Background: an optimization exercise with open tools, aiming at small area. Do not read the settings as production practice.
In this exercise RTL edits were held to simulation tests only and were not proved equivalent to the original.
Power and IR drop assume default switching activity.

<file path="config.mk">
export PLATFORM = sky130hd
export DESIGN_NAME = wdg9
export DESIGN_NICKNAME = wdg9
export VERILOG_FILES = /design/flow/design.v
export SDC_FILE = /design/flow/constraint.sdc
export NUM_CORES = 4
export LEC_CHECK = 0
export CAP_MARGIN = 20
export CORE_MARGIN = 2
export CORE_UTILIZATION = 30
export SLEW_MARGIN = 20
</file>
<file path="constraint.sdc">
create_clock -name core_clock -period 18.0 [get_ports {clk}]
set_input_delay 3.6000 -clock core_clock [delete_from_list [all_inputs] [get_ports {clk}]]
set_output_delay 3.6000 -clock core_clock [all_outputs]
set_load 0.01 [all_outputs]
</file>
<file path="design.v">
module wdg9 (
    input  wire         clk,
    input  wire         rst_n,
    input  wire         tick,           
    input  wire [8:0]   run,            
    input  wire [7:0]   held,           
    input  wire [8:0]   en,
    input  wire [8:0]   win_en,
    input  wire [8:0]   chal_en,
    input  wire [143:0] timeout_ms,     
    input  wire [143:0] first_ms,
    input  wire [143:0] open_ms,
    input  wire [8:0]   en_mask,        
    input  wire         wdo_pol,        
    input  wire [6:0]   width_ms,
    input  wire         kick_v,         
    input  wire [3:0]   kick_w,         
    input  wire [31:0]  kick_data,
    input  wire [4:0]   rd_sel,
    output reg  [8:0]   exp_v,          
    output reg  [26:0]  exp_cause,      
    output reg  [7:0]   exp_held,       
    output reg  [7:0]   wrst,           
    output reg          dev_rst,        
    output reg          wdo,
    output reg          wdo_oe,
    output reg  [31:0]  rd_data
);
    localparam [1:0] ST_STOP = 2'd0, ST_RUN = 2'd1, ST_EXP = 2'd3;
    reg  [15:0] lfsr;
    wire        lfsr_fb = lfsr[15] ^ lfsr[13] ^ lfsr[12] ^ lfsr[10];
    reg  [1:0]  st      [0:8];
    reg         first   [0:8];
    reg  [25:0] t_us    [0:8];
    reg  [15:0] seed    [0:8];
    reg  [15:0] exp_cnt [0:8];
    reg  [15:0] vio_cnt [0:8];
    reg         act_q   [0:8];
    reg  [31:0] total;
    reg         wdo_act;
    reg  [16:0] wdo_cnt;
    reg  [15:0] pulses;
    reg  [15:0] merged;
    function [15:0] new_seed(input [15:0] l, input [15:0] old);
        if (l != old)           new_seed = l;
        else if (l != 16'hFFFF) new_seed = l + 16'd1;
        else                    new_seed = 16'h0001;
    endfunction
    function [15:0] answer(input [15:0] s, input [3:0] k);
        answer = {s[10:0], s[15:11]} ^ ({4{k}});
    endfunction
    integer w;
    reg         act, start, svc, expire, early, wrong, ev, vio;
    reg  [15:0] lim_ms;
    reg  [25:0] lim_us, open_us;
    reg  [2:0]  cause;
    reg  [8:0]  wdo_req;
    reg  [31:0] rd_n;
    reg  [3:0]  n_ev;
    always @(posedge clk) begin
        if (!rst_n) begin
            lfsr    <= 16'hACE1;
            total   <= 32'd0;
            wdo_act <= 1'b0;
            wdo_cnt <= 17'd0;
            pulses  <= 16'd0;
            merged  <= 16'd0;
            exp_v   <= 9'd0;
            exp_cause <= 27'd0;
            exp_held  <= 8'd0;
            wrst    <= 8'd0;
            dev_rst <= 1'b0;
            wdo     <= 1'b0;
            wdo_oe  <= 1'b0;
            rd_data <= 32'd0;
            for (w = 0; w < 9; w = w + 1) begin
                st[w]      <= ST_STOP;
                first[w]   <= 1'b0;
                t_us[w]    <= 26'd0;
                seed[w]    <= 16'd0;
                exp_cnt[w] <= 16'd0;
                vio_cnt[w] <= 16'd0;
                act_q[w]   <= 1'b0;
            end
        end else begin
            lfsr    <= {lfsr[14:0], lfsr_fb};
            wdo_req = 9'd0;
            n_ev    = 4'd0;
            for (w = 0; w < 9; w = w + 1) begin
                act    = en[w] & run[w];
                start  = act & ~act_q[w];
                act_q[w] <= act;
                lim_ms = (first[w] && first_ms[w*16 +: 16] != 16'd0) ? first_ms[w*16 +: 16]
                                                                      : timeout_ms[w*16 +: 16];
                lim_us  = lim_ms * 26'd1000;
                open_us = open_ms[w*16 +: 16] * 26'd1000;
                svc    = kick_v && (kick_w == w) && (kick_data[15:0] == 16'h5A5A);
                expire = 1'b0;
                early  = 1'b0;
                wrong  = 1'b0;
                ev     = 1'b0;
                vio    = 1'b0;
                cause  = 3'd0;
                exp_v[w] <= 1'b0;
                if (w < 8) wrst[w] <= 1'b0;
                else       dev_rst <= 1'b0;
                if (!act) begin
                    st[w]   <= ST_STOP;
                    t_us[w] <= 26'd0;
                end else if (start) begin
                    st[w]    <= ST_RUN;
                    t_us[w]  <= 26'd0;
                    first[w] <= 1'b1;
                    seed[w]  <= new_seed(lfsr, seed[w]);
                end else if (st[w] == ST_RUN) begin
                    expire = tick && (t_us[w] + 26'd1 >= lim_us);
                    if (expire) begin
                        ev    = 1'b1;
                        cause = 3'd1;
                    end else if (svc) begin
                        early = win_en[w] && !first[w] && (t_us[w] < open_us);
                        wrong = chal_en[w] && (kick_data[31:16] != answer(seed[w], w[3:0]));
                        if (early) begin
                            ev = 1'b1; vio = 1'b1; cause = 3'd2;
                        end else if (wrong) begin
                            ev = 1'b1; vio = 1'b1; cause = 3'd3;
                        end else begin
                            t_us[w]  <= 26'd0;
                            first[w] <= 1'b0;
                            if (chal_en[w]) seed[w] <= new_seed(lfsr, seed[w]);
                        end
                    end else if (tick) begin
                        t_us[w] <= t_us[w] + 26'd1;
                    end
                    if (ev) begin
                        exp_v[w] <= 1'b1;
                        exp_cause[w*3 +: 3] <= cause;
                        if (exp_cnt[w] != 16'hFFFF) exp_cnt[w] <= exp_cnt[w] + 16'd1;
                        if (vio && vio_cnt[w] != 16'hFFFF) vio_cnt[w] <= vio_cnt[w] + 16'd1;
                        n_ev = n_ev + 4'd1;
                        wdo_req[w] = en_mask[w];
                        if (w < 8 && held[w]) begin
                            st[w]       <= ST_EXP;
                            exp_held[w] <= 1'b1;
                            if (vio) seed[w] <= new_seed(lfsr, seed[w]);
                        end else begin
                            if (w < 8) begin
                                wrst[w]     <= 1'b1;
                                exp_held[w] <= 1'b0;
                            end else begin
                                dev_rst <= 1'b1;
                            end
                            t_us[w]  <= 26'd0;
                            first[w] <= 1'b1;
                            seed[w]  <= new_seed(lfsr, seed[w]);
                        end
                    end
                end
            end
            if (total > 32'hFFFF_FFFF - {28'd0, n_ev}) total <= 32'hFFFF_FFFF;
            else                                       total <= total + {28'd0, n_ev};
            if (wdo_act) begin
                if (|wdo_req && merged != 16'hFFFF) merged <= merged + 16'd1;
                if (tick) begin
                    if (wdo_cnt <= 17'd1) wdo_act <= 1'b0;
                    wdo_cnt <= wdo_cnt - 17'd1;
                end
            end else if (|wdo_req) begin
                wdo_act <= 1'b1;
                wdo_cnt <= width_ms * 17'd1000;
                if (pulses != 16'hFFFF) pulses <= pulses + 16'd1;
            end
            wdo_oe <= |en_mask;
            wdo    <= wdo_pol ? wdo_act : ~wdo_act;
            rd_n = 32'd0;
            for (w = 0; w < 9; w = w + 1) begin
                if (rd_sel == w)     rd_n = {vio_cnt[w], exp_cnt[w]};
                if (rd_sel == w + 9) rd_n = {st[w], first[w], 13'd0, seed[w]};
            end
            if (rd_sel == 5'd18) rd_n = total;
            if (rd_sel == 5'd19) rd_n = {merged, pulses};
            rd_data <= rd_n;
        end
    end
endmodule
</file>
<file path="run.sh">
#!/bin/bash
# synth_recipe.tcl (not shown) runs the flow's synth.tcl, then flattens the netlist and writes it again
# the make line also repeats each setting of config.mk as NAME=value (left out here)
make -C /OpenROAD-flow-scripts/flow DESIGN_CONFIG=/design/flow/config.mk WORK_HOME=/design/flow/orfs CLKGATE_MAP_FILE= SYNTH_SCRIPT=/design/flow/synth_recipe.tcl finish
</file>
==> flow_summary.ini <==
[status]
status = finished clean

[finish]
area_delta_synth_final_pct = 15.2
nets = 15800
n_fill_cell = 36800
drive_gt1_share_pct = 4.63
final_common_cell = inv_1
layout_common_cells = 1433 x inv_1, 1428 x ha_1, 1029 x nor2_1, 989 x fa_1, 873 x dfxtp_1
fin_util_pct = 34.8

[critical_path]
endpoint_kind = flop
crit_buf_inv = 12
cp_slowest_cell = clkdlybuf4s50_1
path_delay_family = compound AO/OA/AOI/OAI gates
crit_required_ns = 18.60
path_common_cell = ha_1
crit_type = primary input to flop
start_kind = primary input
crit_start = first_ms[0]
r2r_start = first[0]
cp.arrival_ns = 17.53
worstPathMaxFanout = 12
slowest_delay_ns = 0.55

[clock_tree]
cts_buffer_depth = 3
clock-root-buffer = clkbuf_16
cts_tree = yes
cts_sinks = 876
clk_latency_ns = 0.77
cts_buffers = 111
clk_pin_slew_ns = 0.06
cts_max_level = 3

[synth]
synth_seq_cells = 876
yosys-top-cells-area = fa_1 19%, ha_1 17%, dfxtp_1 16%
synth_flop_cell = dfxtp_1
seq_area_frac_synth_pct = 16.5
async_flop_share_pct = 0
ys_types = 101
synth-edff-count = 0
yosysTopAreaCell = fa_1
synth_area_mm2 = 0.107
netlist.area_leader.share_pct = 18.6
synthCells = 12300
postSynthAreaPerCell_um2 = 8.65
yosysWarningCount = 11

[global_route]
use_met3_pct = 2.85
grt_use_total_pct = 18.4
use_met2_pct = 30.9
grt_pass1_wl_um = 517000
met1_usage_pct = 23.4
grt_max_degree = 173
first_global_vias = 87900
antenna_found_initial = 64
overflow = 0
top_usage_layer = met2

[sta]
period_share_pct = 94.1
fin_skew_ns = 0.0595
worst_slew_pin_slew_ns = 1.10
slew_viol_final = 0
final_hold_viol_count = 0
max_freq_ghz = 0.0591
maxSlewHeadroom_pct = 26.7
period_needed_ns = 16.93
setup_viol = 0

[floorplan]
die_area_mm2 = 0.360
rows = 218
start_util_pct = 30.2
die_y_um = 600
die_x_um = 600
ios = 625
core_mm2 = 0.353

[job]
cap_violations = 0

[route]
viasPerCell = 5.02
drt_iter0_markers = 6103
drt-total-wl_um = 335000
vias = 88700
wl_per_cell_um = 18.9
antenna_left = 0
drc = 0
drt_pass1_iterations = 7

[pwr]
power_density_mw_per_mm2 = 128
total_power_mw = 15.7
p_leak_nw = 53.3
ir_worst_vdd_mv = 0.104

[hold_path]
hold_path_class = flop to flop
min_from = exp_cause[16]

[placement]
io_buffer_count = 615
gp_congestion = 0.933
dp_hpwl_um = 272000
## cells by family (layout without fill, tap and decap cells)
family / after synthesis / after routing / share of synthesized area [%]
flip-flops: 876 / 876 / 16.5
adder cells (fa/ha/maj): 2418 / 2418 / 35.4
buffers and inverters: 1847 / 2431 / 6.57
multiplexers: 311 / 311 / 3.13
other: 1 / 46 / 0.00352
AO/OA/AOI/OAI: 2314 / 2314 / 13.3
XOR/XNOR: 1249 / 1249 / 10.3
AND/OR/NAND/NOR: 3299 / 3299 / 14.8
## through the flow
step / hold WS [ns] / instances / setup TNS, ns / cell area, um2 / worst slack, ns
after floorplan: 0.453 / 12300 / 0 / 107000 / 0.700
after global routing: 0.466 / 17700 / -0.0109 / 123000 / -0.0109
final: 0.448 / 17700 / 0 / 123000 / 1.07
after CTS: 0.449 / 17600 / 0 / 123000 / 0.742
after detailed placement: 0.439 / 17400 / -0.000480 / 119000 / -0.000480
after global placement: 0.441 / 17400 / 0 / 119000 / 0.0733
## cells in the mapped netlist (21+ instances only)
cell,number
inv_1,1435
ha_1,1428
nor2_1,1035
fa_1,989
dfxtp_1,876
a21oi_1,815
nand2_1,732
xnor2_1,678
o21ai_0,587
xor2_1,565
clkbuf_1,352
nand3_1,334
nand4_1,197
mux2i_1,195
nor3_1,193
and3_1,189
a21o_1,145
a211oi_1,142
nand2b_1,117
mux2_2,109
nor4_1,104
a22oi_1,91
or3_1,91
and2_1,85
nor2b_1,63
a31oi_1,61
nand3b_1,56
o211ai_1,50
a21boi_0,47
o21a_1,37
buf_1,31
o21bai_1,31
a41oi_1,29
and4_1,26
a222oi_1,24
o31ai_1,23
or2_2,22
o22ai_1,21
o41ai_1,21
## routing by layer
layer	wire length [um]	share of wire (%)
met1	142000	42
met3	19800	5.9
met4	14800	4.4
met5	464	0.14
met2	157000	47
## worst min-delay path: cells and delay by family (launching register included)
kind	cells	cell delay, ns
buffers and inverters	1	0.05
AOI/OAI and AO/OA	1	0.05
DFF	1	0.31
## registers in the layout (all words and copies together) (netlist names), 17 cells and up
name and cells:
seed 144, wdo_cnt 17, rd_data 32, exp_cnt 144
st 17, t_us 234, total 32, exp_cause 18
vio_cnt 144
## path summary, 6_finish.rpt
kind	end	slack [ns]	cells after the start
worst max-delay path	total[27]	1.07	68
worst min-delay path	exp_cause[16]	0.45	2
worst max register to register	total[27]	3.78	67
worst min register to register	exp_cause[16]	0.45	2
## timing repair
item / in CTS / in global routing
endpoints found under the setup margin: 0 / 32
hold buffers: 0 / 0
resized for setup: 0 / 15
buffers inserted: 0 / 1
## where the power goes
part / internal (mW) / total, mW / switching [mW]
Combinational: 5.01 / 11.2 / 6.18
Clock: 1.45 / 2.46 / 1.01
Sequential: 1.97 / 2.02 / 0.0518
## final cells by class
| class | count | area, um2 | share of cell area (%) |
|---|---|---|---|
| timing repair buffer | 786 | 7470 | 6.08 |
| multi-input combinational | 9600 | 82400 | 67.1 |
| antenna | 37 | 92.6 | 0.0754 |
| sequential | 876 | 17500 | 14.3 |
| clock buffer | 147 | 3140 | 2.55 |
| inverter | 1439 | 5410 | 4.41 |
| tap | 4730 | 5920 | 4.82 |
| clock inverter | 59 | 836 | 0.681 |

-- re-timing with driven ports --
The flow's constraints put no driver on any port. The routed layout listed below was extracted and timed again, unchanged, in two steps.
Step 1 assumes that a clkbuf_16 drives the clock port and a buf_2 every other input.
Step 2 adds t to the input delays and takes it off the output delays; t is the mean of the earliest and latest rising clock arrival at the registers after step 1. Input paths then give back, and output paths get back, about the clock's delay inside the block.
Three values: ideal ports, drivers, drivers and shift; two values: the first two.
shift t [ns]: 0.825
slack for setup (ns): 1.066 / 1.094 / 0.269
hold slack, ns: 0.448 / 0.448 / 0.448
worst setup path at the end: input to register
slew at the worst register clock pin (ns): 0.07 / 0.07
After both steps setup and hold are still met in this run. For this run, drivers alone change the setup slack by +0.028 ns; drivers and shift together by -0.797 ns.
